This design comes from an exercise in tuning for small area, a short achievable clock period and few clock cycles on the open sky130 flow, not from production work.
The RTL was checked by simulation tests, not by an equivalence proof against the original design.
Power is estimated from default activity; no workload was simulated.

==> flow/design.v <==
module cv_unit (
    input  wire        clk,
    input  wire        rst,           
    input  wire        engine_held,   
    input  wire        req_valid,
    output wire        req_ready,
    input  wire        req_write,
    input  wire [11:0] req_addr,      
    input  wire [1:0]  req_size,      
    input  wire [63:0] req_wdata,     
    output reg         rsp_valid,
    output wire [63:0] rsp_rdata,
    output reg         host_event
);
    reg  [1:0]  poly;
    reg         use_seed;
    reg  [63:0] seed;
    reg  [63:0] state;              
    reg  [63:0] count;
    reg         p_k1, p_k2, p_k4;   
    reg  [31:0] p_data;             
    reg         p_restart;
    reg         p_hold;             
    reg  [63:0] r_data;
    reg  [1:0]  r_res01;
    reg  [3:0]  r_res2;
    reg         r_res3;
    assign req_ready = 1'b1;
    wire       d_event, d_read, d_restart, d_config, d_seed_lo, d_seed_hi;
    wire       d_k1, d_k2, d_k4, d_hold;
    wire [31:0] d_data;
    wire [3:0] d_sel;
    wire [1:0] d_res01;
    wire [3:0] d_res2;
    wire       d_res3;
    cv_unit_dec_event u_dec_event (
        .rst(rst), .engine_held(engine_held), .req_valid(req_valid),
        .req_write(req_write), .req_addr(req_addr), .req_size(req_size),
        .busy(1'b0), .cfg_bad(req_wdata[2]), .poly(poly),
        .event_o(d_event)
    );
    cv_unit_dec_config u_dec_config (
        .rst(rst), .engine_held(engine_held), .req_valid(req_valid),
        .req_write(req_write), .req_addr(req_addr), .req_size(req_size),
        .busy(1'b0), .cfg_bad(req_wdata[2]), .poly(poly),
        .restart_o(d_restart), .config_o(d_config)
    );
    cv_unit_dec_seed u_dec_seed (
        .rst(rst), .engine_held(engine_held), .req_valid(req_valid),
        .req_write(req_write), .req_addr(req_addr), .req_size(req_size),
        .busy(1'b0), .cfg_bad(req_wdata[2]), .poly(poly),
        .seed_lo_o(d_seed_lo), .seed_hi_o(d_seed_hi)
    );
    cv_unit_dec_feed u_dec_feed (
        .rst(rst), .engine_held(engine_held), .req_valid(req_valid),
        .req_write(req_write), .req_addr(req_addr), .req_size(req_size),
        .busy(1'b0), .cfg_bad(req_wdata[2]), .poly(poly),
        .k1_o(d_k1), .k2_o(d_k2), .k4_o(d_k4), .hold_o(d_hold)
    );
    cv_unit_dec_read u_dec_read (
        .rst(rst), .engine_held(engine_held), .req_valid(req_valid),
        .req_write(req_write), .req_addr(req_addr), .req_size(req_size),
        .busy(1'b0), .cfg_bad(req_wdata[2]), .poly(poly),
        .read_o(d_read), .sel_o(d_sel), .res01_o(d_res01), .res2_o(d_res2), .res3_o(d_res3)
    );
    cv_unit_align u_align (
        .req_addr(req_addr[1:0]), .req_size(req_size), .req_wdata(req_wdata[31:0]), .data_o(d_data)
    );
    wire [63:0] state_next, count_next;
    cv_unit_crc u_crc (
        .state(state), .poly(poly), .use_seed(use_seed), .seed(seed),
        .k1(p_k1), .k2(p_k2), .k4(p_k4), .data(p_data),
        .restart(p_restart), .hold(p_hold), .state_next(state_next)
    );
    cv_unit_count u_count (
        .count(count), .k1(p_k1), .k2(p_k2), .k4(p_k4), .restart(p_restart), .count_next(count_next)
    );
    wire [63:0] rdata;
    cv_unit_rdata u_rdata (
        .sel(d_sel), .count_next(count_next), .seed(seed),
        .poly(poly), .use_seed(use_seed), .held(engine_held), .rdata(rdata)
    );
    cv_unit_result u_result (
        .data(r_data), .res01(r_res01), .res2(r_res2), .res3(r_res3), .state(state),
        .rdata(rsp_rdata)
    );
    always @(posedge clk) begin
        state     <= state_next;
        count     <= count_next;
        p_data    <= d_data;
        r_data    <= rdata;
        r_res01   <= d_res01;
        r_res2    <= d_res2;
        r_res3    <= d_res3;
    end
    always @(posedge clk) begin
        if (rst) begin
            poly       <= 2'd1;
            use_seed   <= 1'b0;
            seed       <= 64'h0;
            p_k1       <= 1'b0;
            p_k2       <= 1'b0;
            p_k4       <= 1'b0;
            p_restart  <= 1'b1;
            p_hold     <= 1'b0;
            rsp_valid  <= 1'b0;
            host_event <= 1'b0;
        end else begin
            host_event <= d_event;
            rsp_valid  <= d_read;
            p_k1       <= d_k1;
            p_k2       <= d_k2;
            p_k4       <= d_k4;
            p_restart  <= d_restart;
            p_hold     <= d_hold;
            if (d_config) begin
                poly     <= req_wdata[1:0];
                use_seed <= req_wdata[8];
            end
            if (d_seed_lo) seed[31:0]  <= req_wdata[31:0];
            if (d_seed_hi) seed[63:32] <= req_wdata[63:32];
        end
    end
endmodule
module cv_unit_dec_event (
    input  wire        rst,
    input  wire        engine_held,
    input  wire        req_valid,
    input  wire        busy,          
    input  wire        req_write,
    input  wire [11:0] req_addr,
    input  wire [1:0]  req_size,
    input  wire        cfg_bad,       
    input  wire [1:0]  poly,
    output wire        event_o    
);
    localparam [8:0] R_FEED = 9'h020;
    wire [2:0] lane = req_addr[2:0];
    wire [1:0] size = req_size;
    wire low_win    = (req_addr[11:6] == 6'd0);
    wire at_config  = low_win && (req_addr[5:3] == 3'd0);
    wire at_seed    = low_win && (req_addr[5:3] == 3'd1);
    wire at_result  = low_win && (req_addr[5:3] == 3'd2);
    wire at_count   = low_win && (req_addr[5:3] == 3'd3);
    wire at_status  = low_win && (req_addr[5:3] == 3'd4);
    wire at_restart = low_win && (req_addr[5:3] == 3'd5);
    wire at_feed    = (req_addr[11:3] == R_FEED) && !lane[2];
    wire ok48 = size[1] && (lane[1:0] == 2'b00) && !(size[0] && lane[2]);
    wire ok124 = (size == 2'd0) || (size == 2'd1 && !lane[0]) || (size == 2'd2 && lane[1:0] == 2'b00);
    wire size_ok = (req_write && at_feed) ? ok124 : ok48;
    wire wr_feed    = req_write && at_feed && ok124;
    wire wr_config  = req_write && ok48 && at_config && !lane[2];
    wire wr_restart = req_write && ok48 && at_restart;
    wire held_drop  = engine_held && (wr_feed || wr_config || wr_restart);
    wire accept = req_valid && !rst && !busy;
    wire feed   = accept && wr_feed && !engine_held;
    assign event_o   = accept && (!size_ok || held_drop || (wr_config && cfg_bad));
endmodule
module cv_unit_dec_config (
    input  wire        rst,
    input  wire        engine_held,
    input  wire        req_valid,
    input  wire        busy,          
    input  wire        req_write,
    input  wire [11:0] req_addr,
    input  wire [1:0]  req_size,
    input  wire        cfg_bad,       
    input  wire [1:0]  poly,
    output wire        restart_o,     
    output wire        config_o    
);
    localparam [8:0] R_FEED = 9'h020;
    wire [2:0] lane = req_addr[2:0];
    wire [1:0] size = req_size;
    wire low_win    = (req_addr[11:6] == 6'd0);
    wire at_config  = low_win && (req_addr[5:3] == 3'd0);
    wire at_seed    = low_win && (req_addr[5:3] == 3'd1);
    wire at_result  = low_win && (req_addr[5:3] == 3'd2);
    wire at_count   = low_win && (req_addr[5:3] == 3'd3);
    wire at_status  = low_win && (req_addr[5:3] == 3'd4);
    wire at_restart = low_win && (req_addr[5:3] == 3'd5);
    wire at_feed    = (req_addr[11:3] == R_FEED) && !lane[2];
    wire ok48 = size[1] && (lane[1:0] == 2'b00) && !(size[0] && lane[2]);
    wire ok124 = (size == 2'd0) || (size == 2'd1 && !lane[0]) || (size == 2'd2 && lane[1:0] == 2'b00);
    wire size_ok = (req_write && at_feed) ? ok124 : ok48;
    wire wr_feed    = req_write && at_feed && ok124;
    wire wr_config  = req_write && ok48 && at_config && !lane[2];
    wire wr_restart = req_write && ok48 && at_restart;
    wire held_drop  = engine_held && (wr_feed || wr_config || wr_restart);
    wire accept = req_valid && !rst && !busy;
    wire feed   = accept && wr_feed && !engine_held;
    assign restart_o = accept && !engine_held && ((wr_config && !cfg_bad) || wr_restart);
    assign config_o  = accept && !engine_held && wr_config && !cfg_bad;
endmodule
module cv_unit_dec_seed (
    input  wire        rst,
    input  wire        engine_held,
    input  wire        req_valid,
    input  wire        busy,          
    input  wire        req_write,
    input  wire [11:0] req_addr,
    input  wire [1:0]  req_size,
    input  wire        cfg_bad,       
    input  wire [1:0]  poly,
    output wire        seed_lo_o,     
    output wire        seed_hi_o    
);
    localparam [8:0] R_FEED = 9'h020;
    wire [2:0] lane = req_addr[2:0];
    wire [1:0] size = req_size;
    wire low_win    = (req_addr[11:6] == 6'd0);
    wire at_config  = low_win && (req_addr[5:3] == 3'd0);
    wire at_seed    = low_win && (req_addr[5:3] == 3'd1);
    wire at_result  = low_win && (req_addr[5:3] == 3'd2);
    wire at_count   = low_win && (req_addr[5:3] == 3'd3);
    wire at_status  = low_win && (req_addr[5:3] == 3'd4);
    wire at_restart = low_win && (req_addr[5:3] == 3'd5);
    wire at_feed    = (req_addr[11:3] == R_FEED) && !lane[2];
    wire ok48 = size[1] && (lane[1:0] == 2'b00) && !(size[0] && lane[2]);
    wire ok124 = (size == 2'd0) || (size == 2'd1 && !lane[0]) || (size == 2'd2 && lane[1:0] == 2'b00);
    wire size_ok = (req_write && at_feed) ? ok124 : ok48;
    wire wr_feed    = req_write && at_feed && ok124;
    wire wr_config  = req_write && ok48 && at_config && !lane[2];
    wire wr_restart = req_write && ok48 && at_restart;
    wire held_drop  = engine_held && (wr_feed || wr_config || wr_restart);
    wire accept = req_valid && !rst && !busy;
    wire feed   = accept && wr_feed && !engine_held;
    assign seed_lo_o = accept && req_write && ok48 && at_seed && !lane[2];
    assign seed_hi_o = accept && req_write && ok48 && at_seed && (size[0] || lane[2]);
endmodule
module cv_unit_dec_feed (
    input  wire        rst,
    input  wire        engine_held,
    input  wire        req_valid,
    input  wire        busy,          
    input  wire        req_write,
    input  wire [11:0] req_addr,
    input  wire [1:0]  req_size,
    input  wire        cfg_bad,       
    input  wire [1:0]  poly,
    output wire        k1_o, k2_o, k4_o,    
    output wire        hold_o    
);
    localparam [8:0] R_FEED = 9'h020;
    wire [2:0] lane = req_addr[2:0];
    wire [1:0] size = req_size;
    wire low_win    = (req_addr[11:6] == 6'd0);
    wire at_config  = low_win && (req_addr[5:3] == 3'd0);
    wire at_seed    = low_win && (req_addr[5:3] == 3'd1);
    wire at_result  = low_win && (req_addr[5:3] == 3'd2);
    wire at_count   = low_win && (req_addr[5:3] == 3'd3);
    wire at_status  = low_win && (req_addr[5:3] == 3'd4);
    wire at_restart = low_win && (req_addr[5:3] == 3'd5);
    wire at_feed    = (req_addr[11:3] == R_FEED) && !lane[2];
    wire ok48 = size[1] && (lane[1:0] == 2'b00) && !(size[0] && lane[2]);
    wire ok124 = (size == 2'd0) || (size == 2'd1 && !lane[0]) || (size == 2'd2 && lane[1:0] == 2'b00);
    wire size_ok = (req_write && at_feed) ? ok124 : ok48;
    wire wr_feed    = req_write && at_feed && ok124;
    wire wr_config  = req_write && ok48 && at_config && !lane[2];
    wire wr_restart = req_write && ok48 && at_restart;
    wire held_drop  = engine_held && (wr_feed || wr_config || wr_restart);
    wire accept = req_valid && !rst && !busy;
    wire feed   = accept && wr_feed && !engine_held;
    assign k1_o = feed && (size == 2'd0);
    assign k2_o = feed && (size == 2'd1);
    assign k4_o = feed && size[1];
    assign hold_o = !feed && !(accept && !engine_held && ((wr_config && !cfg_bad) || wr_restart));
endmodule
module cv_unit_dec_read (
    input  wire        rst,
    input  wire        engine_held,
    input  wire        req_valid,
    input  wire        busy,          
    input  wire        req_write,
    input  wire [11:0] req_addr,
    input  wire [1:0]  req_size,
    input  wire        cfg_bad,       
    input  wire [1:0]  poly,
    output wire        read_o,        
    output wire [3:0]  sel_o,         
    output wire [1:0]  res01_o,       
    output wire [3:0]  res2_o,
    output wire        res3_o
);
    localparam [8:0] R_FEED = 9'h020;
    wire [2:0] lane = req_addr[2:0];
    wire [1:0] size = req_size;
    wire low_win    = (req_addr[11:6] == 6'd0);
    wire at_config  = low_win && (req_addr[5:3] == 3'd0);
    wire at_seed    = low_win && (req_addr[5:3] == 3'd1);
    wire at_result  = low_win && (req_addr[5:3] == 3'd2);
    wire at_count   = low_win && (req_addr[5:3] == 3'd3);
    wire at_status  = low_win && (req_addr[5:3] == 3'd4);
    wire at_restart = low_win && (req_addr[5:3] == 3'd5);
    wire at_feed    = (req_addr[11:3] == R_FEED) && !lane[2];
    wire ok48 = size[1] && (lane[1:0] == 2'b00) && !(size[0] && lane[2]);
    wire ok124 = (size == 2'd0) || (size == 2'd1 && !lane[0]) || (size == 2'd2 && lane[1:0] == 2'b00);
    wire size_ok = (req_write && at_feed) ? ok124 : ok48;
    wire wr_feed    = req_write && at_feed && ok124;
    wire wr_config  = req_write && ok48 && at_config && !lane[2];
    wire wr_restart = req_write && ok48 && at_restart;
    wire held_drop  = engine_held && (wr_feed || wr_config || wr_restart);
    wire accept = req_valid && !rst && !busy;
    wire feed   = accept && wr_feed && !engine_held;
    assign read_o    = accept && !req_write;
    assign sel_o   = {ok48 && at_status, ok48 && at_count, ok48 && at_seed, ok48 && at_config};
    assign res01_o = {2{ok48 && at_result && !poly[1]}};
    assign res2_o  = {4{ok48 && at_result && (poly == 2'd2)}};
    assign res3_o  = ok48 && at_result && (poly == 2'd3);
endmodule
module cv_unit_align (
    input  wire [1:0]  req_addr,
    input  wire [1:0]  req_size,
    input  wire [31:0] req_wdata,
    output reg  [31:0] data_o
);
    always @(*) begin
        case (req_size)
            2'd0:    data_o = {24'h0, req_wdata[8*req_addr +: 8]};
            2'd1:    data_o = req_addr[1] ? {16'h0, req_wdata[23:16], req_wdata[31:24]}
                                          : {16'h0, req_wdata[7:0],   req_wdata[15:8]};
            default: data_o = {req_wdata[7:0], req_wdata[15:8], req_wdata[23:16], req_wdata[31:24]};
        endcase
    end
endmodule
module cv_unit_count (
    input  wire [63:0] count,
    input  wire        k1, k2, k4,    
    input  wire        restart,
    output wire [63:0] count_next
);
    assign count_next = {64{!restart}} & (count + {61'h0, k4, k2, k1});
endmodule
module cv_unit_crc (
    input  wire [63:0] state,
    input  wire [1:0]  poly,
    input  wire        use_seed,
    input  wire [63:0] seed,
    input  wire        k1, k2, k4,    
    input  wire [31:0] data,          
    input  wire        restart,
    input  wire        hold,          
    output wire [63:0] state_next
);
    wire [31:0] y;
    assign y[31:16] = {16{k4}} & (state[63:48] ^ data[31:16]);
    assign y[15:8]  = {8{k4}} & (state[47:40] ^ data[15:8]) |
                      {8{k2}} & (state[63:56] ^ data[15:8]);
    assign y[7:0]   = {8{k4}} & (state[39:32] ^ data[7:0]) |
                      {8{k2}} & (state[55:48] ^ data[7:0]) |
                      {8{k1}} & (state[63:56] ^ data[7:0]);
    wire [63:0] shifted = {64{hold}} & state |
                          {64{k4}} & {state[31:0], 32'h0} |
                          {64{k2}} & {state[47:0], 16'h0} |
                          {64{k1}} & {state[55:0], 8'h0};
    wire [63:32] m0;
    wire [63:32] m1;
    wire [63:0]  m2;
    wire [63:48] m3;
    wire x32 = y[4] ^ y[24];
    wire x33 = y[8] ^ y[15];
    wire x34 = y[9] ^ y[16];
    wire x35 = y[17] ^ y[30];
    wire x36 = y[7] ^ y[11];
    wire x37 = y[1] ^ y[5];
    wire x38 = y[2] ^ y[18];
    wire x39 = y[22] ^ y[28];
    wire x40 = y[23] ^ y[29];
    wire x41 = y[12] ^ y[26];
    wire x42 = y[20] ^ y[31];
    wire x43 = y[3] ^ y[19];
    wire x44 = y[0] ^ y[13];
    wire x45 = y[10] ^ y[14];
    wire x46 = y[21] ^ y[27];
    wire x47 = y[6] ^ y[25];
    wire x48 = x32 ^ x33;
    wire x49 = x34 ^ x37;
    wire x50 = y[6] ^ x38;
    wire x51 = y[14] ^ x36;
    wire x52 = y[18] ^ x35;
    wire x53 = y[25] ^ x40;
    wire x54 = y[28] ^ x41;
    wire x55 = y[13] ^ y[24];
    wire x56 = y[5] ^ x44;
    wire x57 = y[10] ^ x36;
    wire x58 = y[21] ^ x43;
    wire x59 = y[9] ^ y[20];
    wire x60 = y[15] ^ y[17];
    wire x61 = y[26] ^ y[27];
    wire x62 = y[0] ^ x39;
    wire x63 = y[29] ^ x45;
    wire x64 = y[1] ^ y[19];
    wire x65 = y[7] ^ x35;
    wire x66 = y[8] ^ x42;
    wire x67 = y[5] ^ y[22];
    wire x68 = y[12] ^ y[27];
    wire x69 = y[15] ^ y[30];
    wire x70 = y[23] ^ x45;
    wire x71 = y[31] ^ x33;
    wire x72 = y[2] ^ y[6];
    wire x73 = y[11] ^ y[19];
    wire x74 = y[3] ^ x38;
    wire x75 = y[21] ^ x39;
    wire x76 = y[25] ^ x34;
    wire x77 = y[4] ^ x43;
    wire x78 = y[12] ^ x46;
    wire x79 = y[16] ^ x32;
    wire x80 = x34 ^ x40;
    wire x81 = x37 ^ x47;
    wire x82 = y[2] ^ y[14];
    wire x83 = y[5] ^ y[30];
    wire x84 = y[7] ^ y[10];
    wire x85 = y[13] ^ y[18];
    wire x86 = y[15] ^ y[31];
    wire x87 = y[24] ^ y[26];
    wire x88 = y[23] ^ x46;
    wire x89 = x44 ^ x49;
    wire x90 = y[0] ^ y[22];
    wire x91 = y[3] ^ y[11];
    wire x92 = y[4] ^ y[17];
    wire x93 = y[4] ^ y[20];
    wire x94 = y[21] ^ y[28];
    wire x95 = y[25] ^ y[29];
    wire x96 = y[28] ^ y[31];
    wire x97 = y[17] ^ x41;
    wire x98 = x32 ^ x39;
    wire x99 = y[1] ^ y[6];
    wire x100 = y[4] ^ y[23];
    wire x101 = y[8] ^ y[27];
    wire x102 = y[10] ^ y[16];
    wire x103 = y[11] ^ y[14];
    wire x104 = y[12] ^ y[22];
    wire x105 = y[16] ^ y[31];
    wire x106 = y[1] ^ x35;
    wire x107 = y[6] ^ x42;
    wire x108 = y[7] ^ x40;
    wire x109 = y[20] ^ x33;
    wire x110 = y[29] ^ x43;
    wire x111 = x32 ^ x47;
    wire x112 = x42 ^ x44;
    wire x113 = y[0] ^ y[16];
    wire x114 = y[3] ^ y[18];
    wire x115 = y[7] ^ y[19];
    wire x116 = y[12] ^ y[17];
    wire x117 = y[13] ^ y[23];
    wire x118 = y[15] ^ y[25];
    wire x119 = y[18] ^ y[27];
    wire x120 = y[20] ^ y[21];
    wire x121 = y[1] ^ x46;
    wire x122 = y[9] ^ x38;
    wire x123 = y[10] ^ x59;
    wire x124 = y[11] ^ x55;
    wire x125 = y[24] ^ x45;
    wire x126 = y[30] ^ x61;
    wire x127 = x36 ^ x68;
    wire x128 = x37 ^ x44;
    wire x129 = x51 ^ x53;
    wire x130 = y[0] ^ y[19];
    wire x131 = y[0] ^ y[28];
    wire x132 = y[2] ^ y[7];
    wire x133 = y[2] ^ y[17];
    wire x134 = y[2] ^ y[30];
    wire x135 = y[3] ^ y[13];
    wire x136 = y[3] ^ y[29];
    wire x137 = y[6] ^ y[30];
    wire x138 = y[7] ^ y[23];
    wire x139 = y[8] ^ y[31];
    wire x140 = y[10] ^ y[20];
    wire x141 = y[12] ^ y[13];
    wire x142 = y[13] ^ y[28];
    wire x143 = y[14] ^ y[19];
    wire x144 = y[16] ^ y[22];
    wire x145 = y[16] ^ y[24];
    wire x146 = y[22] ^ y[27];
    wire x147 = y[25] ^ y[30];
    wire x148 = y[26] ^ y[31];
    wire x149 = y[17] ^ x38;
    wire x150 = y[19] ^ x39;
    wire x151 = y[21] ^ x42;
    wire x152 = y[25] ^ x46;
    wire x153 = x32 ^ x67;
    wire x154 = x34 ^ x64;
    wire x155 = x35 ^ x41;
    wire x156 = x37 ^ x41;
    wire x157 = x40 ^ x43;
    wire x158 = x45 ^ x46;
    wire x159 = x42 ^ x50;
    wire x160 = x48 ^ x56;
    wire x161 = x48 ^ x58;
    wire x162 = x55 ^ x63;
    wire x163 = y[0] ^ x37;
    wire x164 = y[1] ^ x38;
    wire x165 = y[1] ^ x61;
    wire x166 = y[2] ^ x35;
    wire x167 = y[2] ^ x59;
    wire x168 = y[4] ^ x40;
    wire x169 = y[5] ^ x45;
    wire x170 = y[6] ^ x45;
    wire x171 = y[8] ^ x35;
    wire x172 = y[8] ^ x94;
    wire x173 = y[13] ^ x42;
    wire x174 = y[14] ^ x41;
    wire x175 = y[14] ^ x104;
    wire x176 = y[18] ^ x43;
    wire x177 = y[18] ^ x47;
    wire x178 = y[19] ^ x47;
    wire x179 = y[20] ^ x39;
    wire x180 = y[20] ^ x67;
    wire x181 = y[21] ^ x41;
    wire x182 = y[21] ^ x64;
    wire x183 = y[22] ^ x60;
    wire x184 = y[23] ^ x84;
    wire x185 = y[25] ^ x38;
    wire x186 = y[26] ^ x36;
    wire x187 = y[26] ^ x42;
    wire x188 = y[26] ^ x44;
    wire x189 = y[26] ^ x73;
    wire x190 = y[27] ^ x73;
    wire x191 = y[29] ^ x90;
    wire x192 = y[31] ^ x67;
    wire x193 = x33 ^ x42;
    wire x194 = x33 ^ x47;
    wire x195 = x34 ^ x36;
    wire x196 = x34 ^ x60;
    wire x197 = x34 ^ x69;
    wire x198 = x39 ^ x60;
    wire x199 = x39 ^ x68;
    wire x200 = x39 ^ x102;
    wire x201 = x40 ^ x59;
    wire x202 = x40 ^ x93;
    wire x203 = x41 ^ x146;
    wire x204 = x60 ^ x61;
    wire x205 = x82 ^ x101;
    wire x206 = x86 ^ x90;
    wire x207 = y[24] ^ x53;
    wire x208 = x49 ^ x77;
    wire x209 = x52 ^ x78;
    wire x210 = x54 ^ x80;
    wire x211 = x54 ^ x88;
    wire x212 = x58 ^ x65;
    wire x213 = x71 ^ x100;
    wire x214 = y[3] ^ x51;
    wire x215 = y[3] ^ x63;
    wire x216 = y[5] ^ x98;
    wire x217 = y[6] ^ x127;
    wire x218 = y[11] ^ x123;
    wire x219 = y[12] ^ x52;
    wire x220 = y[13] ^ x63;
    wire x221 = y[16] ^ x57;
    wire x222 = y[18] ^ x48;
    wire x223 = y[24] ^ x51;
    wire x224 = y[31] ^ x62;
    wire x225 = x33 ^ x52;
    wire x226 = x33 ^ x58;
    wire x227 = x35 ^ x75;
    wire x228 = x35 ^ x128;
    wire x229 = x37 ^ x50;
    wire x230 = x37 ^ x52;
    wire x231 = x40 ^ x65;
    wire x232 = x41 ^ x62;
    wire x233 = x43 ^ x52;
    wire x234 = x44 ^ x71;
    wire x235 = x48 ^ x95;
    wire x236 = x48 ^ x120;
    wire x237 = x50 ^ x64;
    wire x238 = x50 ^ x92;
    wire x239 = x53 ^ x77;
    wire x240 = x53 ^ x79;
    wire x241 = x54 ^ x70;
    wire x242 = x56 ^ x65;
    wire x243 = x56 ^ x66;
    wire x244 = x56 ^ x88;
    wire x245 = x57 ^ x62;
    wire x246 = x57 ^ x74;
    wire x247 = x62 ^ x74;
    wire x248 = x67 ^ x178;
    wire x249 = x69 ^ x186;
    wire x250 = x70 ^ x107;
    wire x251 = x71 ^ x87;
    wire x252 = x72 ^ x198;
    wire x253 = x74 ^ x81;
    wire x254 = x76 ^ x85;
    wire x255 = x78 ^ x106;
    wire x256 = x79 ^ x110;
    wire x257 = x80 ^ x82;
    wire x258 = x85 ^ x97;
    wire x259 = x98 ^ x157;
    wire x260 = x115 ^ x172;
    wire x261 = y[20] ^ x89;
    wire x262 = y[24] ^ x89;
    wire x263 = y[31] ^ x129;
    wire x264 = x40 ^ x89;
    wire x265 = x75 ^ x160;
    wire x266 = x75 ^ x162;
    wire x267 = x76 ^ x243;
    wire x268 = x110 ^ x159;
    assign m0[32] = (x242 ^ ((x61 ^ (y[16] ^ x38)) ^ x213));
    assign m0[33] = ((((y[0] ^ y[15]) ^ x43) ^ x122) ^ (x155 ^ x81));
    assign m0[34] = ((x84 ^ x112) ^ (x77 ^ (x165 ^ x50)));
    assign m0[35] = (x161 ^ (x156 ^ (x42 ^ (x147 ^ x36))));
    assign m0[36] = ((x59 ^ (y[14] ^ x137)) ^ x265);
    assign m0[37] = ((x125 ^ x206) ^ (x81 ^ ((y[21] ^ y[9]) ^ x108)));
    assign m0[38] = (x224 ^ (x70 ^ (x99 ^ x127)));
    assign m0[39] = (((y[1] ^ x55) ^ x126) ^ x263);
    assign m0[40] = (x213 ^ (x58 ^ ((x103 ^ x131) ^ x185)));
    assign m0[41] = (x208 ^ (x191 ^ (x41 ^ x109)));
    assign m0[42] = (x228 ^ (x88 ^ ((x32 ^ x72) ^ x123)));
    assign m0[43] = (x253 ^ (x75 ^ ((x139 ^ x36) ^ x125)));
    assign m0[44] = (x259 ^ (x51 ^ (x137 ^ ((y[31] ^ y[9]) ^ x101))));
    assign m0[45] = (((x32 ^ x61) ^ x108) ^ (x167 ^ x169));
    assign m0[46] = ((x169 ^ x181) ^ (x91 ^ (x105 ^ x72)));
    assign m0[47] = (x217 ^ (x79 ^ (x135 ^ x183)));
    assign m0[48] = ((x87 ^ (y[8] ^ x64)) ^ (x179 ^ (x108 ^ x170)));
    assign m0[49] = (x223 ^ (x151 ^ x210));
    assign m0[50] = ((x133 ^ x148) ^ x266);
    assign m0[51] = (((y[14] ^ x119) ^ x53) ^ (x91 ^ (x144 ^ x69)));
    assign m0[52] = (((x130 ^ x35) ^ x54) ^ x213);
    assign m0[53] = (((y[29] ^ x119) ^ x66) ^ x262);
    assign m0[54] = (((x47 ^ x94) ^ x125) ^ (x154 ^ x166));
    assign m0[55] = (x246 ^ (x187 ^ (x95 ^ x183)));
    assign m0[56] = (((x147 ^ x82) ^ (y[27] ^ x145)) ^ (x54 ^ x71));
    assign m0[57] = ((x204 ^ x76) ^ (x96 ^ (x136 ^ x44)));
    assign m0[58] = ((x52 ^ x63) ^ (x79 ^ (x131 ^ x165)));
    assign m0[59] = (((x37 ^ x38) ^ (x86 ^ x95)) ^ ((y[28] ^ x35) ^ x190));
    assign m0[60] = (((y[30] ^ x113) ^ x54) ^ x268);
    assign m0[61] = (x256 ^ (x65 ^ (x121 ^ x173)));
    assign m0[62] = (x222 ^ (x97 ^ (x46 ^ x180)));
    assign m0[63] = (x244 ^ (x177 ^ (y[9] ^ x150)));
    assign m1[32] = (((x41 ^ x106) ^ x257) ^ (x75 ^ (x124 ^ x194)));
    assign m1[33] = (((x53 ^ x65) ^ x234) ^ (x74 ^ ((y[9] ^ x45) ^ x203)));
    assign m1[34] = ((x149 ^ x63) ^ (x76 ^ ((y[22] ^ x68) ^ x124)));
    assign m1[35] = (x241 ^ ((x118 ^ x124) ^ x233));
    assign m1[36] = (x235 ^ (x174 ^ ((x119 ^ x73) ^ x112)));
    assign m1[37] = ((x54 ^ ((x143 ^ x69) ^ x152)) ^ x261);
    assign m1[38] = (x252 ^ ((x121 ^ x63) ^ (x87 ^ x112)));
    assign m1[39] = (x247 ^ (((x145 ^ x69) ^ x121) ^ x129));
    assign m1[40] = ((x175 ^ ((x47 ^ x60) ^ x157)) ^ x262);
    assign m1[41] = ((x93 ^ x164) ^ ((x188 ^ x194) ^ (x65 ^ x70)));
    assign m1[42] = ((x209 ^ x216) ^ (y[9] ^ x129));
    assign m1[43] = (((y[10] ^ y[3]) ^ x128) ^ x238);
    assign m1[44] = ((x51 ^ x77) ^ x229);
    assign m1[45] = (x231 ^ ((x66 ^ x81) ^ (y[26] ^ x62)));
    assign m1[46] = ((y[7] ^ x111) ^ ((x176 ^ x196) ^ (x62 ^ x78)));
    assign m1[47] = ((x193 ^ x74) ^ (x84 ^ (x141 ^ x83)));
    assign m1[48] = (x211 ^ ((x112 ^ x57) ^ (x47 ^ (y[4] ^ x134))));
    assign m1[49] = (x244 ^ (((y[19] ^ x118) ^ x166) ^ (x51 ^ x79)));
    assign m1[50] = (x50 ^ ((x143 ^ x83) ^ x202));
    assign m1[51] = ((((y[24] ^ y[7]) ^ x83) ^ x107) ^ x226);
    assign m1[52] = (x212 ^ (((y[1] ^ x72) ^ x109) ^ x210));
    assign m1[53] = (x211 ^ ((y[18] ^ x118) ^ ((x55 ^ x59) ^ (x64 ^ x84))));
    assign m1[54] = (x255 ^ (x70 ^ (((y[15] ^ y[4]) ^ x91) ^ x173)));
    assign m1[55] = (((x105 ^ x38) ^ (y[12] ^ x103)) ^ x265);
    assign m1[56] = ((x232 ^ x239) ^ (x71 ^ (y[2] ^ x106)));
    assign m1[57] = (x89 ^ ((x126 ^ x168) ^ (x66 ^ x74)));
    assign m1[58] = (x208 ^ (x171 ^ ((x72 ^ x96) ^ x158)));
    assign m1[59] = ((x159 ^ x216) ^ (x57 ^ (x136 ^ x196)));
    assign m1[60] = ((x229 ^ x251) ^ (x75 ^ x221));
    assign m1[61] = (((x96 ^ x99) ^ x126) ^ (x195 ^ x48));
    assign m1[62] = (x208 ^ (x184 ^ ((y[22] ^ x33) ^ x126)));
    assign m1[63] = (x218 ^ (((y[24] ^ x69) ^ x110) ^ (x203 ^ x81)));
    assign m2[0] = (x260 ^ (x188 ^ ((x34 ^ x82) ^ x111)));
    assign m2[1] = (x256 ^ (((x140 ^ x46) ^ x128) ^ x252));
    assign m2[2] = ((x227 ^ x253) ^ (x51 ^ (y[16] ^ x202)));
    assign m2[3] = ((x161 ^ x231) ^ (x50 ^ (x41 ^ x192)));
    assign m2[4] = (x247 ^ (x88 ^ ((y[14] ^ x83) ^ x187)));
    assign m2[5] = ((x99 ^ (x46 ^ x86)) ^ x259);
    assign m2[6] = (((x132 ^ x83) ^ x179) ^ x240);
    assign m2[7] = (x257 ^ ((x96 ^ x77) ^ x242));
    assign m2[8] = (x230 ^ ((x107 ^ x48) ^ x215));
    assign m2[9] = (x251 ^ (x56 ^ (x103 ^ (y[30] ^ (y[18] ^ y[28])))));
    assign m2[10] = ((x44 ^ ((y[29] ^ y[31]) ^ x132)) ^ (x54 ^ (x121 ^ x48)));
    assign m2[11] = (((x39 ^ x95) ^ (y[30] ^ x135)) ^ (x205 ^ x49));
    assign m2[12] = ((x102 ^ x207) ^ (x212 ^ x234));
    assign m2[13] = (x237 ^ ((x36 ^ x112) ^ x227));
    assign m2[14] = ((x175 ^ x58) ^ (x66 ^ (x108 ^ x164)));
    assign m2[15] = (((x134 ^ x59) ^ (y[22] ^ x117)) ^ x161);
    assign m2[16] = ((y[3] ^ x151) ^ (x76 ^ (x153 ^ x70)));
    assign m2[17] = ((x195 ^ x56) ^ (x70 ^ ((x133 ^ x33) ^ x150)));
    assign m2[18] = ((x109 ^ x125) ^ (x80 ^ ((x91 ^ x99) ^ (y[18] ^ x116))));
    assign m2[19] = (x225 ^ (x54 ^ ((y[0] ^ y[11]) ^ x170)));
    assign m2[20] = ((x127 ^ x154) ^ (x86 ^ (y[29] ^ x85)));
    assign m2[21] = ((y[0] ^ x111) ^ (x65 ^ (x123 ^ x181)));
    assign m2[22] = (x224 ^ (((x32 ^ x45) ^ x190) ^ (x49 ^ x50)));
    assign m2[23] = ((((x45 ^ x91) ^ x97) ^ x236) ^ x264);
    assign m2[24] = (x245 ^ (((y[19] ^ y[27]) ^ x156) ^ x225));
    assign m2[25] = (x237 ^ ((x66 ^ x80) ^ (x68 ^ (y[11] ^ x142))));
    assign m2[26] = (x212 ^ (((y[12] ^ y[28]) ^ x167) ^ x162));
    assign m2[27] = (((x87 ^ x197) ^ x245) ^ x268);
    assign m2[28] = ((x239 ^ x255) ^ (x66 ^ x221));
    assign m2[29] = (x248 ^ (((x113 ^ x42) ^ x51) ^ x219));
    assign m2[30] = (x258 ^ (x182 ^ ((x138 ^ x33) ^ x107)));
    assign m2[31] = (x62 ^ ((x61 ^ x93) ^ x177));
    assign m2[32] = ((x111 ^ x205) ^ x264);
    assign m2[33] = (x228 ^ ((y[4] ^ x102) ^ x226));
    assign m2[34] = (x159 ^ (x49 ^ (x92 ^ (y[22] ^ x103))));
    assign m2[35] = (x241 ^ (((y[17] ^ x114) ^ x76) ^ x160));
    assign m2[36] = ((x204 ^ x49) ^ (x63 ^ ((x73 ^ x85) ^ x111)));
    assign m2[37] = (x218 ^ (x160 ^ x209));
    assign m2[38] = (((x139 ^ x32) ^ (x38 ^ x90)) ^ (x156 ^ x57));
    assign m2[39] = (x214 ^ ((x163 ^ x79) ^ x211));
    assign m2[40] = ((x60 ^ (x115 ^ x46)) ^ (x49 ^ (x174 ^ x191)));
    assign m2[41] = ((x109 ^ x200) ^ (x50 ^ ((y[27] ^ x117) ^ x106)));
    assign m2[42] = (x223 ^ ((x58 ^ x80) ^ (x96 ^ x149)));
    assign m2[43] = (x235 ^ ((x104 ^ x140) ^ x233));
    assign m2[44] = (x254 ^ (x189 ^ ((x100 ^ x83) ^ x151)));
    assign m2[45] = ((x199 ^ (x92 ^ (y[2] ^ x84))) ^ x267);
    assign m2[46] = (x240 ^ ((x163 ^ x57) ^ (x43 ^ x149)));
    assign m2[47] = (x261 ^ (x219 ^ (x94 ^ x214)));
    assign m2[48] = ((x220 ^ x238) ^ (x71 ^ (x104 ^ x182)));
    assign m2[49] = ((x43 ^ (x117 ^ x38)) ^ (x51 ^ (x180 ^ x197)));
    assign m2[50] = (x250 ^ ((y[16] ^ x116) ^ x161));
    assign m2[51] = (x254 ^ (x153 ^ (x60 ^ (x120 ^ x36))));
    assign m2[52] = ((x184 ^ x56) ^ (x98 ^ (x116 ^ x122)));
    assign m2[53] = (x246 ^ (x49 ^ (((y[0] ^ y[26]) ^ x94) ^ x168)));
    assign m2[54] = ((x155 ^ ((x36 ^ x39) ^ x152)) ^ (x215 ^ x89));
    assign m2[55] = ((x207 ^ x209) ^ (x57 ^ (x154 ^ x206)));
    assign m2[56] = ((x200 ^ x66) ^ (((y[23] ^ x64) ^ x124) ^ (x155 ^ x185)));
    assign m2[57] = (x217 ^ (((y[28] ^ x113) ^ x66) ^ (x92 ^ (x114 ^ x40))));
    assign m2[58] = (x260 ^ ((x32 ^ ((y[29] ^ y[9]) ^ x141)) ^ x230));
    assign m2[59] = ((x220 ^ x248) ^ (x66 ^ (y[30] ^ x122)));
    assign m2[60] = (x250 ^ ((y[9] ^ x58) ^ x249));
    assign m2[61] = (((x144 ^ x42) ^ x48) ^ (x57 ^ x78));
    assign m2[62] = ((x72 ^ (y[23] ^ x130)) ^ (x97 ^ (x153 ^ x51)));
    assign m2[63] = (((x114 ^ x138) ^ (x55 ^ x68)) ^ (x109 ^ x81));
    assign m3[48] = ((x93 ^ (x101 ^ x73)) ^ x232);
    assign m3[49] = (x78 ^ ((x142 ^ x37) ^ x201));
    assign m3[50] = ((y[30] ^ x72) ^ x266);
    assign m3[51] = (((y[22] ^ y[3]) ^ x69) ^ x263);
    assign m3[52] = (x48 ^ (x41 ^ ((y[23] ^ y[30]) ^ x105)));
    assign m3[53] = ((x98 ^ (x73 ^ x97)) ^ x267);
    assign m3[54] = (x258 ^ (x81 ^ (x158 ^ x201)));
    assign m3[55] = (x249 ^ ((x158 ^ x50) ^ (x55 ^ x150)));
    assign m3[56] = (x129 ^ (x199 ^ ((y[16] ^ x43) ^ x193)));
    assign m3[57] = (x236 ^ ((y[13] ^ x35) ^ x210));
    assign m3[58] = (x162 ^ ((x46 ^ x192) ^ (x52 ^ x76)));
    assign m3[59] = ((x86 ^ (x39 ^ x47)) ^ (x70 ^ (x189 ^ x52)));
    assign m3[60] = (x222 ^ (x62 ^ (x105 ^ x108)));
    assign m3[61] = (x207 ^ (x49 ^ (y[19] ^ x171)));
    assign m3[62] = (((y[10] ^ x35) ^ x122) ^ (x87 ^ (x42 ^ x47)));
    assign m3[63] = ((x148 ^ x152) ^ (x176 ^ x57));
    wire [63:0] m = {64{poly == 2'd0}} & {m0, 32'h0} |
                    {64{poly == 2'd1}} & {m1, 32'h0} |
                    {64{poly == 2'd2}} & m2 |
                    {64{poly == 2'd3}} & {m3, 48'h0};
    reg [63:0] restart_state;
    always @(*) begin
        case (poly)
            2'd0, 2'd1: restart_state = use_seed ? {~seed[7:0], ~seed[15:8], ~seed[23:16], ~seed[31:24], 32'h0}
                                                 : {32'hFFFF_FFFF, 32'h0};
            2'd2:       restart_state = use_seed ? seed : 64'h0;
            default:    restart_state = use_seed ? {seed[15:0], 48'h0} : {16'hFFFF, 48'h0};
        endcase
    end
    assign state_next = shifted ^ ({64{restart}} & restart_state) ^ m;
endmodule
module cv_unit_rdata (
    input  wire [3:0]  sel,           
    input  wire [63:0] count_next,
    input  wire [63:0] seed,
    input  wire [1:0]  poly,
    input  wire        use_seed,
    input  wire        held,
    output wire [63:0] rdata
);
    assign rdata = {64{sel[0]}} & {55'h0, use_seed, 6'h0, poly} |
                   {64{sel[1]}} & seed |
                   {64{sel[2]}} & count_next |
                   {64{sel[3]}} & {62'h0, held, 1'b0};
endmodule
module cv_unit_result (
    input  wire [63:0] data,
    input  wire [1:0]  res01,         
    input  wire [3:0]  res2,
    input  wire        res3,
    input  wire [63:0] state,
    output wire [63:0] rdata
);
    wire [31:0] r01 = {~state[39:32], ~state[47:40], ~state[55:48], ~state[63:56]};
    assign rdata[63:32] = data[63:32] | {{16{res2[3]}} & state[63:48], {16{res2[2]}} & state[47:32]};
    assign rdata[31:16] = data[31:16] | {16{res2[1]}} & state[31:16] | {16{res01[1]}} & r01[31:16];
    assign rdata[15:0]  = data[15:0]  | {16{res2[0]}} & state[15:0]  | {16{res01[0]}} & r01[15:0] |
                          {16{res3}} & state[63:48];
endmodule
==> flow/flow/run.sh <==
#!/bin/bash
set -euo pipefail
bash standard.sh SETUP_SLACK_MARGIN=6.25 "BUFFER_PORTS_ARGS=-buffer_cell sky130_fd_sc_hd__buf_1" finish > flow_make.log 2>&1
==> flow/standard.sh <==
#!/bin/bash
# synth_recipe.tcl (not shown) runs the flow's synth.tcl, then flattens the netlist and writes it again
# the make line also repeats each setting of config.mk as NAME=value (left out here)
make -C /OpenROAD-flow-scripts/flow DESIGN_CONFIG=/design/flow/config.mk WORK_HOME=/design/flow/orfs CLKGATE_MAP_FILE= SYNTH_SCRIPT=/design/flow/synth_recipe.tcl "${@:-finish}"
==> flow/config.mk <==
export PLATFORM = sky130hd
export DESIGN_NAME = cv_unit
export DESIGN_NICKNAME = cv_unit
export VERILOG_FILES = /design/flow/design.v
export SDC_FILE = /design/flow/constraint.sdc
export NUM_CORES = 4
export LEC_CHECK = 0
export CAP_MARGIN = 20
export CORE_MARGIN = 2
export CORE_UTILIZATION = 40
export SLEW_MARGIN = 20
export SYNTH_HIERARCHICAL = 1
==> flow/constraint.sdc <==
create_clock -name core_clock -period 10.0 [get_ports {clk}]
set_input_delay 2.0000 -clock core_clock [delete_from_list [all_inputs] [get_ports {clk}]]
set_output_delay 2.0000 -clock core_clock [all_outputs]
set_load 0.01 [all_outputs]
==> metrics.cfg, run 1 <==
[routing]
ant_nets=0
dr_total_vias=21900
drc_errors=0
vias_per_cell=6.16
drtPass1Iterations=9
wirelength_mm=118
drt_iter0_markers=3082
avgRoutedWirePerCell_um=33.3

[sta]
clock_skew_ns=0.0373
max_freq_ghz=0.256
tightest_slew_ns=1.01
period_needed_ns=3.90
setup_viol=0
relSlewSlack_pct=32.7
rsz0062_at_grt=yes
timing.final.ws_setup_ns=6.10
final-hold-violation-count=0
tns_ns=0
post-route-period-util_pct=39.0
finalMaxSlewViolations=0

[die]
io_pins=150
die_height_um=252
start_util_pct=40.5
die_w_um=252
dieArea_sq_um=63300
row_count=90
coreArea_sq_um=60500

[critical_path]
critPathTopFamily=XOR/XNOR gates
path_depth=14
reg2reg_slack_ns=6.10
worstPathCellList=buf_4 > xor2_1 > a22oi_2 > buf_4 > buf_12 > buf_4 > xor2_2 > buf_4 > xnor3_1 > xnor2_1 > xnor2_1 > o22ai_1 > a211oi_4 > xnor2_1
endpoint_kind=flop
crit_required_ns=10.43
timing.critical_path.mode_cell=buf_4
reg2regPathDepth=14
crit_path_max_fanout=11
startpoint_type=flop
path_class=reg2reg
crit_arrival_ns=4.33
cp_num_buf_inv=5
setup.worst_path.end=state[55]$_DFF_P_
rr_endpoint=state[55]$_DFF_P_
max_stage_delay_ns=0.50
critPathSlowestCell=a211oi_4
reg2reg_from=state[47]$_DFF_P_
startpoint=state[47]$_DFF_P_

[outcome]
status=no timing/DRC/antenna violations

[synth]
synthTopCellsByArea=dfxtp_1 25%, xnor2_1 20%, xor2_1 10%
synth_cell_types=91
syn_area_sq_um=24500
synthTopCellsByCount=570 x xnor2_1, 305 x dfxtp_1, 288 x xor2_1, 164 x nor2_1, 154 x nand2_1
synth-seq-area-share_pct=24.9
synth_warnings=9
yosysMostFrequentCell=xnor2_1
synthArstFlopShare_pct=0
yosys.area.top_type=dfxtp_1
synthCells=2597
avgSynthCellArea_sq_um=9.44
ys_seq_elements=305
synth_edf_count=0
synth_top_area_share_pct=24.9
synth_flop_cell=dfxtp_1

[job]
cap_violations=0

[final_layout]
layout-drive-gt1-share_pct=14.4
fin_util_pct=46.4
fin_nets=2823
post-route-cell-area_sq_um=28100
synthToLayoutAreaGrowth_pct=14.6
n_antenna_cell=0
fillCellCount=5782

[placement]
dp_hpwl_mm=89.8
port_buffers=148
place_ws_ns=4.94
gp_congestion=1.08
dpl_cell_area_sq_um=25800

[power_and_ir_drop]
vdd_drop_max_uv=120
p_leak_nw=10.4
cellPowerDensity_nw_per_um2=109
finalPower_mw=3.06

[clock_tree]
clock_path_buffers=3
clk_latency_ns=0.57
numCtsBuffers=36
cts.clk_slew.worst_paths_ns=0.07
holdBufCountCts=0
cts_tree=yes
numClockSinks=305
cts-root-buf=clkbuf_16
htree_levels=2

[min_path]
min_path_type=reg2reg

[grt]
antenna_found_initial=1
grt_overflow=0
gr-usage-all-layers_pct=36.2
grt_start_max_net_pins=83
grt_pass1_vias=20700
grt_pass1_wl_mm=162

[metrics by stage]
step	instances	hold slack (ns)
5_1_grt	3546	0.546
3_5_place_dp	3448	0.498
6_report	3546	0.514
4_1_cts	3533	0.512
2_1_floorplan	2601	0.454
3_3_place_gp	3446	0.500
[per-module statistics from Yosys, one instance, submodules excluded]
module,area (sq um),times used
cv_unit_dec_read,195,1
cv_unit_dec_event,121,1
cv_unit_dec_config,70.1,1
cv_unit_crc,12700,1
cv_unit_dec_seed,72.6,1
cv_unit_rdata,792,1
cv_unit_align,508,1
cv_unit_result,898,1
cv_unit,7270,1
cv_unit_dec_feed,111,1
cv_unit_count,1800,1
[how the worst min path moves through the flow]
stage                                     start                 end  slack [ns]  cells past startpoint
final                     seed[36]$_SDFFE_PP0P_  r_data[36]$_DFF_P_        0.51                      1
after global routing      seed[36]$_SDFFE_PP0P_  r_data[36]$_DFF_P_        0.55                      1
after CTS                 seed[36]$_SDFFE_PP0P_  r_data[36]$_DFF_P_        0.51                      1
after detailed placement  seed[36]$_SDFFE_PP0P_  r_data[36]$_DFF_P_        0.50                      1
after global placement        count[63]$_DFF_P_   count[63]$_DFF_P_        0.50                      2
after floorplan           use_seed$_SDFFE_PP0P_   r_data[8]$_DFF_P_        0.45                      2
[layout by cell type (no fill, tap or decap), types with 19 or more instances in the layout]
cell type / n
o21ai_0: 33
buf_1: 147
buf_4: 100
and2_1: 23
mux2i_1: 78
nand3_1: 30
dfxtp_2: 26
inv_1: 19
xnor3_1: 79
xor2_2: 24
xnor2_1: 536
a21oi_1: 130
a22o_1: 73
clkbuf_16: 37
nand2b_1: 22
a221oi_1: 37
nand2_1: 152
xnor2_2: 33
nor2_1: 159
a22oi_1: 23
dfxtp_1: 278
or3_1: 22
xor2_1: 264
a21o_1: 33
a22o_2: 31
o211ai_1: 19
nand4_1: 25
a222oi_1: 29
[power breakdown]
part	switching [mW]	internal, mW	total (mW)
Combinational	0.185	0.141	0.326
Clock	0.593	0.796	1.39
Sequential	0.0963	1.25	1.34
[layer usage]
layer | GRT usage (%) | share of wire [%]
met5 | 0 | 0.011
met4 | 23.5 | 7.6
met3 | 5.60 | 10
met2 | 55.1 | 43
met1 | 47.8 | 39
[kinds of logic after synthesis]
| family | Yosys count | synth area share (%) |
|---|---|---|
| adders and majority gates | 4 | 0.235 |
| and+or+nand+nor | 555 | 11.8 |
| other | 2 | 0.0306 |
| muxes | 79 | 3.28 |
| buffers and inverters | 191 | 4.65 |
| xor gates and xnor gates | 963 | 40.1 |
| DFF | 305 | 24.9 |
| AOI/OAI and AO/OA | 498 | 15.0 |
[flip-flops by register name, summed over array words and instances, names as in the netlist, 2 cells and up]
signal   cells
r_data      64
count       64
state       64
r_res2       4
p_data      32
seed        64
poly         2
r_res01      2
[area by class of cell]
cell class              count  area, sq um  share of cell area, %
inverters                  20         78.8                  0.281
clock buffers              48         1040                   3.69
clock inverters            18          195                  0.695
flip-flops and latches    305         6140                   21.9
repair inverters            1         5.00                 0.0178
repair buffers            267         1610                   5.74
well taps                 782          978                   3.48
multi-input cells        2105        18000                   64.2
[timing repair]
| action | CTS | global route |
|---|---|---|
| gates resized for setup | 85 | 49 |
| pin swaps | 6 | 3 |
| setup buffers | 19 | 12 |
| cloned | 0 | 1 |
| setup endpoints to repair | 108 | 101 |
Testbench counts, summed over its fixed seeds: cycles 13,195.
==> run 2, diff against run 1 <==
==> flow/flow/run.sh (replaced) <==
#!/bin/bash
set -euo pipefail
bash standard.sh SETUP_SLACK_MARGIN=6.75 "BUFFER_PORTS_ARGS=-buffer_cell sky130_fd_sc_hd__buf_1" finish > flow_make.log 2>&1
==> run 2 against run 1 <==
  * Core utilization is 8.5 points higher
  * Via count is 6.9% higher
  * Cell count is 6.8% higher
  * Sequential share of layout area is 3.0 points lower
  * Still clean on timing, DRC and antenna
  * Clock skew is 0.011 ns lower
  * Flip-flop and latch count stayed put
  * Die area stayed put
  * Total power is 3.5% higher
  * Combinational power is 34% higher
  * Critical path type unchanged
  * Register-to-register slack better by 0.33 ns
  * Synthesized cell count stayed put
  * Largest power group unchanged
==> metrics.cfg, run 2 <==
[clock_tree]
numCtsBuffers=37  ; +2.8%
cts_tree=yes
holdBufCountCts=0  ; unchanged
clock_path_buffers=3  ; unchanged
cts-root-buf=clkbuf_16
clk_latency_ns=0.59  ; +0.02 ns
cts.clk_slew.worst_paths_ns=0.08  ; about the same
numClockSinks=305  ; unchanged
htree_levels=2  ; unchanged

[sta]
post-route-period-util_pct=35.8  ; -3.3 points
period_needed_ns=3.58  ; -0.328 ns
finalMaxSlewViolations=0  ; unchanged
relSlewSlack_pct=36.3  ; +3.6 points
tightest_slew_ns=0.956  ; -0.0512 ns
final-hold-violation-count=0  ; unchanged
whs_ns=0.522  ; +0.00811 ns
rsz0062_at_grt=yes
setup_viol=0  ; unchanged
clock_skew_ns=0.0259  ; -0.0114 ns
max_freq_ghz=0.280  ; +9.2%
tns_ns=0  ; unchanged
timing.final.ws_setup_ns=6.42  ; +0.328 ns

[min_path]
min_path_cells=1  ; unchanged
min_path_type=reg2reg

[placement]
dp_hpwl_mm=91.1  ; +1.5%
place_ws_ns=4.79  ; -0.154 ns
port_buffers=148  ; unchanged
gp_congestion=1.08  ; -0.67%

[critical_path]
path_class=reg2reg
reg2reg_from=state[62]$_DFF_P_
startpoint=state[62]$_DFF_P_
rr_endpoint=state[55]$_DFF_P_
crit_path_max_fanout=12  ; +1
reg2regPathDepth=11  ; -3
endpoint_kind=flop
crit_arrival_ns=4.03  ; -0.30 ns
crit_required_ns=10.45  ; +0.02 ns
reg2reg_slack_ns=6.42  ; +0.33 ns
setup.worst_path.end=state[55]$_DFF_P_
startpoint_type=flop

[power_and_ir_drop]
vdd_drop_max_uv=107  ; -11%
cellPowerDensity_nw_per_um2=95.3  ; -13%
p_leak_nw=12.9  ; +24%

[die]
io_pins=150  ; unchanged
row_count=90  ; unchanged
die_w_um=252  ; unchanged
coreArea_sq_um=60500  ; unchanged
start_util_pct=40.5  ; unchanged
dieArea_sq_um=63300  ; unchanged
die_height_um=252  ; unchanged

[routing]
drtPass1Iterations=9  ; unchanged
drt_iter0_markers=3105  ; +0.75%
drc_errors=0  ; unchanged
wirelength_mm=130  ; +9.7%
ant_nets=0  ; unchanged
vias_per_cell=6.17  ; +0.11%
dr_total_vias=23400  ; +6.9%
avgRoutedWirePerCell_um=34.2  ; +2.7%

[final_layout]
fin_nets=3065  ; +8.6%
layout_commonest_cell=xnor2_1
final_cell_mix=469 x xnor2_1, 251 x dfxtp_1, 246 x buf_4
seq_area_sq_um=6270  ; +2.0%
synthToLayoutAreaGrowth_pct=35.5
multiInputGateArea_sq_um=20100  ; +12%
layout-drive-gt1-share_pct=30.9  ; +17 points
fillCellCount=5313  ; -8.1%

[grt]
grt_start_max_net_pins=81  ; -2.4%
grt_pass1_wl_mm=170  ; +5.1%
grt_pass1_vias=21600  ; +4.4%
gr-usage-all-layers_pct=38.4  ; +2.1 points
grt_overflow=0  ; unchanged
antenna_found_initial=2  ; +1

[outcome]
status=no timing/DRC/antenna violations

[synth]
synth-seq-area-share_pct=24.9  ; unchanged
synthCells=2597  ; unchanged
synthTopCellsByCount=570 x xnor2_1, 305 x dfxtp_1, 288 x xor2_1, 164 x nor2_1, 154 x nand2_1
syn_area_sq_um=24500  ; unchanged
synthTopCellsByArea=dfxtp_1 25%, xnor2_1 20%, xor2_1 10%
yosys.area.top_type=dfxtp_1
synth_flop_cell=dfxtp_1
synthArstFlopShare_pct=0  ; unchanged
synth_top_area_share_pct=24.9  ; unchanged
avgSynthCellArea_sq_um=9.44  ; unchanged
ys_seq_elements=305  ; unchanged
synth_cell_types=91  ; unchanged
synth_edf_count=0  ; unchanged
synth_warnings=9  ; unchanged
yosysMostFrequentCell=xnor2_1

[job]
cap_violations=0  ; unchanged

[run 2: cell counts after synthesis]
Identical to the previous run, type by type.
[run 2: per-layer routing]
metal / wire (um) / GRT usage [%] / vias up
met5: 0 / 0 / -
met4: 13500 / 29.5 / 0
met3: 13800 / 8.89 / 541
met2: 54100 / 58.3 / 1653
met1: 48300 / 47.2 / 11400
li1: - / - / 9754
[run 2: where the power goes]
group	total, mW	leakage, nW	internal [mW]	switching [mW]
logic	0.437	9.79	0.201	0.236
clock network	1.38	0.586	0.783	0.596
registers	1.35	2.50	1.25	0.0989
[run 2: timing repair]
action,4_1_cts,5_1_grt
setup endpoints to repair,282,240
hold endpoints to repair,0,0
resized for setup,427,265
pin swaps,76,130
cloned,4,10
setup buffers,116,155
[run 2: per-stage QoR]
stage	power, mW	instances	util (%)	cell area (sq um)
after global placement	1.67	3435	42.4	25600
after floorplan	1.53	2601	-	24500
after global routing	3.22	3785	54.9	33200
after detailed placement	1.68	3436	42.5	25700
final	3.17	3786	54.9	33200
after CTS	3.10	3620	49.9	30200
[run 2: layout make-up]
type                       count  area share [%]
inverter                      20           0.237
tap                          782            2.95
sequential                   305            18.9
clock inverter                 9           0.332
multi-input combinational   2105            60.6
timing repair inverter         1          0.0226
antenna                        1         0.00754
timing repair buffer         508            13.7
clock buffer                  55            3.27
[run 2: cell families after synthesis]
logic type                 count (synthesis)  synth area share, %
other                                      2               0.0306
and+or+nand+nor                          555                 11.8
buffers and inverters                    191                 4.65
muxes                                     79                 3.28
xor gates and xnor gates                 963                 40.1
adders and majority gates                  4                0.235
AOI/OAI and AO/OA                        498                 15.0
DFF                                      305                 24.9
[run 2: modules after synthesis (local to each module, per instance)]
| module | cells inside | flops+latches | cell area, sq um |
|---|---|---|---|
| cv_unit_rdata | 82 | 0 | 792 |
| cv_unit_align | 69 | 0 | 508 |
| cv_unit_dec_feed | 18 | 0 | 111 |
| cv_unit_dec_seed | 8 | 0 | 72.6 |
| cv_unit_count | 295 | 0 | 1800 |
| cv_unit_result | 141 | 0 | 898 |
| cv_unit_crc | 1465 | 0 | 12700 |
| cv_unit_dec_read | 23 | 0 | 195 |
| cv_unit_dec_config | 11 | 0 | 70.1 |
| cv_unit | 465 | 305 | 7270 |
| cv_unit_dec_event | 20 | 0 | 121 |
[run 2: worst min path at each step]
stage,slack (ns),endpoint,start
5_1_grt,0.55,count[63]$_DFF_P_,count[63]$_DFF_P_
6_report,0.52,r_data[63]$_DFF_P_,seed[63]$_SDFFE_PP0P_
2_1_floorplan,0.45,r_data[8]$_DFF_P_,use_seed$_SDFFE_PP0P_
3_5_place_dp,0.51,r_data[63]$_DFF_P_,seed[63]$_SDFFE_PP0P_
3_3_place_gp,0.51,count[63]$_DFF_P_,count[63]$_DFF_P_
4_1_cts,0.52,r_data[63]$_DFF_P_,seed[63]$_SDFFE_PP0P_
[run 2: critical path, cell delays in order (launching register included)]
cell and delay (ns):
dfxtp_4 0.43, xnor2_4 0.31, nand2b_1 0.15, buf_4 0.35, xor2_1 0.35, buf_4 0.32
xnor2_1 0.13, xnor2_1 0.39, xnor2_1 0.21, xnor2_1 0.21, a211oi_4 0.42, xnor2_1 0.14
==> run 3, diff against run 2 <==
==> flow/flow/run.sh (replaced) <==
#!/bin/bash
set -euo pipefail
bash standard.sh SETUP_SLACK_MARGIN=6.5 "BUFFER_PORTS_ARGS=-buffer_cell sky130_fd_sc_hd__buf_1" finish > flow_make.log 2>&1
==> run 3 against run 2 <==
  * Clock skew grew 0.013 ns
  * Synthesized cell count is the same
  * Critical path depth grew 3
  * Synthesized area is the same
  * Sequential power is essentially flat
  * Combinational power shrank 21%
  * First-iteration DRC count grew 0.42%
  * Wire length shrank 7.5%
==> metrics.cfg, run 3 <==
[outcome]
status=no timing/DRC/antenna violations

[grt]
gr-usage-all-layers_pct=36.6  ; -1.8 points
grt_overflow=0  ; unchanged
grt_pass1_vias=20900  ; -3.5%
grtUsageMet1_pct=47.4  ; +0.21 points
grt_pass1_wl_mm=164  ; -3.9%
antenna_found_initial=2  ; unchanged
grt.busiest_layer=met2
use_met3_pct=6.74  ; -2.2 points
grt_start_max_net_pins=83  ; +2.5%
gr-usage-met2_pct=56.0  ; -2.3 points

[job]
cap_violations=0  ; unchanged

[clock_tree]
cts_tree=yes
clk_latency_ns=0.57  ; -0.02 ns
holdBufCountCts=0  ; unchanged
numClockSinks=305  ; unchanged
numCtsBuffers=36  ; -2.7%
clock_path_buffers=3  ; unchanged
htree_levels=2  ; unchanged
cts-root-buf=clkbuf_16
cts.clk_slew.worst_paths_ns=0.07  ; about the same

[final_layout]
fin_nets=2874  ; -6.2%
fin_util_pct=49.0  ; -6.0 points
synthToLayoutAreaGrowth_pct=20.8
post-route-cell-area_sq_um=29600  ; -11%
final_cell_mix=521 x xnor2_1, 257 x dfxtp_1, 250 x xor2_1
layout-drive-gt1-share_pct=20.1  ; -11 points
layout_commonest_cell=xnor2_1

[synth]
ys_seq_elements=305  ; unchanged
yosys.area.top_type=dfxtp_1
synth_top_area_share_pct=24.9  ; unchanged
synthArstFlopShare_pct=0  ; unchanged
synth_cell_types=91  ; unchanged
yosysMostFrequentCell=xnor2_1
avgSynthCellArea_sq_um=9.44  ; unchanged
synthCells=2597  ; unchanged
syn_area_sq_um=24500  ; unchanged
synth_edf_count=0  ; unchanged
synthTopCellsByCount=570 x xnor2_1, 305 x dfxtp_1, 288 x xor2_1, 164 x nor2_1, 154 x nand2_1
synthTopCellsByArea=dfxtp_1 25%, xnor2_1 20%, xor2_1 10%
synth-seq-area-share_pct=24.9  ; unchanged
synth_warnings=9  ; unchanged
synth_flop_cell=dfxtp_1

[die]
die_height_um=252  ; unchanged
io_pins=150  ; unchanged
row_count=90  ; unchanged
coreArea_sq_um=60500  ; unchanged
die_w_um=252  ; unchanged
start_util_pct=40.5  ; unchanged
dieArea_sq_um=63300  ; unchanged

[sta]
clock_skew_ns=0.0386  ; +0.0127 ns
relSlewSlack_pct=31.4  ; -4.9 points
final-hold-violation-count=0  ; unchanged
setup_viol=0  ; unchanged
post-route-period-util_pct=36.1  ; +0.33 points
finalMaxSlewViolations=0  ; unchanged
tightest_slew_ns=1.03  ; +0.0717 ns
period_needed_ns=3.61  ; +0.0334 ns
tns_ns=0  ; unchanged
max_freq_ghz=0.277  ; -0.92%
rsz0062_at_grt=yes
timing.final.ws_setup_ns=6.39  ; -0.0334 ns

[power_and_ir_drop]
vdd_drop_max_uv=119  ; +11%
p_leak_nw=11.1  ; -14%
cellPowerDensity_nw_per_um2=105  ; +9.6%

[routing]
drt_iter0_markers=3118  ; +0.42%
vias_per_cell=6.18  ; +0.11%
avgRoutedWirePerCell_um=33.3  ; -2.7%
drtPass1Iterations=8  ; -1
ant_nets=0  ; unchanged
wirelength_mm=120  ; -7.5%
dr_total_vias=22200  ; -4.9%
drc_errors=0  ; unchanged

[critical_path]
startpoint_type=flop
crit_path_max_fanout=11  ; -1
path_class=reg2reg
crit_arrival_ns=4.04  ; about the same
crit_required_ns=10.43  ; -0.02 ns
endpoint_kind=flop

[placement]
dpl_cell_area_sq_um=25800  ; +0.37%
gp_congestion=1.08  ; +0.68%
dp_hpwl_mm=89.8  ; -1.5%
place_ws_ns=4.94  ; +0.154 ns
port_buffers=148  ; unchanged

[min_path]
min_path_type=reg2reg

run 3: path summary, 6_finish.rpt:
path,start,end,slack (ns),depth (start not counted)
hold / removal,seed[36]$_SDFFE_PP0P_,r_data[36]$_DFF_P_,0.51,1
setup / recovery,state[47]$_DFF_P_,state[55]$_DFF_P_,6.39,14
setup reg to reg,state[47]$_DFF_P_,state[55]$_DFF_P_,6.39,14
hold reg to reg,seed[36]$_SDFFE_PP0P_,r_data[36]$_DFF_P_,0.51,1
run 3: cell families (layout without fill, tap and decap cells):
logic type	Yosys count	after routing	share of synthesized area, %
XOR/XNOR	963	963	40.1
AND/OR/NAND/NOR	555	555	11.8
buffers and inverters	191	405	4.65
flip-flops	305	305	24.9
AO/OA/AOI/OAI	498	498	15.0
adder cells (fa/ha/maj)	4	4	0.235
other	2	7	0.0306
multiplexers	79	79	3.28
run 3: where the power goes:
| group | leakage (nW) | internal, mW | switching (mW) |
|---|---|---|---|
| logic | 8.00 | 0.154 | 0.193 |
| clock network | 0.605 | 0.796 | 0.597 |
| registers | 2.50 | 1.25 | 0.103 |
| total | 11.1 | 2.20 | 0.893 |
run 3: per-layer routing:
metal	vias up	share of wire (%)
met4	4	8.5
met2	1571	43
met3	424	10
met1	10900	38
li1	9370	-
met5	-	0.026
run 3: Yosys stat by module, one instance, submodules excluded:
module              flip-flops and latches  cells  times used
cv_unit                                305    465           1
cv_unit_align                            0     69           1
cv_unit_count                            0    295           1
cv_unit_crc                              0   1465           1
cv_unit_dec_config                       0     11           1
cv_unit_dec_event                        0     20           1
cv_unit_dec_feed                         0     18           1
cv_unit_dec_read                         0     23           1
cv_unit_dec_seed                         0      8           1
cv_unit_rdata                            0     82           1
cv_unit_result                           0    141           1
run 3: what timing repair did:
item,4_1_cts,5_1_grt
cloned,0,2
pin swaps,20,33
resized for setup,246,124
endpoints found under the setup margin,227,168
setup buffers,38,43
run 3: area by class of cell:
class                   instances  area, sq um
repair buffers                319         2370
clock inverters                18          195
fillers                      5635        30900
inverters                      20         78.8
multi-input cells            2105        18700
diodes                          1         2.50
flip-flops and latches        305         6220
well taps                     782          978
clock buffers                  48         1040
run 3: metrics by stage:
| stage | power (mW) | hold slack [ns] | std cells |
|---|---|---|---|
| final | 3.09 | 0.512 | 3598 |
| after global routing | 3.16 | 0.546 | 3597 |
| after CTS | 3.06 | 0.512 | 3552 |
| after detailed placement | 1.67 | 0.498 | 3448 |
| after global placement | 1.67 | 0.500 | 3446 |
| after floorplan | 1.53 | 0.454 | 2601 |
run 3: worst max-delay path, cell delays in order (launching register included):
cell      delay, ns
dfxtp_2        0.40
buf_8          0.20
xor2_1         0.23
a22oi_2        0.07
buf_4          0.18
buf_12         0.13
buf_4          0.17
xor2_4         0.23
buf_6          0.20
xnor3_1        0.42
xnor2_1        0.15
xnor2_1        0.26
o22ai_1        0.18
a211oi_4       0.48
xnor2_1        0.15

[static timing again, ports no longer ideal]
How much do the figures lean on ideal ports? The routed layouts below were timed once more, with nothing changed but the port constraints. Step 1: set_driving_cell puts a clkbuf_16 on clk and a buf_2 on each other input, an assumption about the parent block. Step 2 adds t to the input delays and takes it off the output delays; t is the mean of the earliest and latest rising clock arrival at the registers after step 1. Input paths then give back, and output paths get back, about the clock's delay inside the block. Slacks: ideal / step 1 / step 2; pairs: ideal / step 1.
run	t (ns)	setup WS [ns]	hold WS [ns]
run 1	0.610	6.095 / 6.095 / 5.854	0.514 / 0.514 / 0.514
run 2	0.634	6.423 / 6.373 / 6.234	0.522 / 0.522 / 0.522
run 3	0.612	6.390 / 6.341 / 6.060	0.512 / 0.512 / 0.512
After both steps setup and hold are still met in every run listed. For run 3, which loses most, drivers alone change the setup slack by -0.049 ns; drivers and shift together by -0.330 ns.
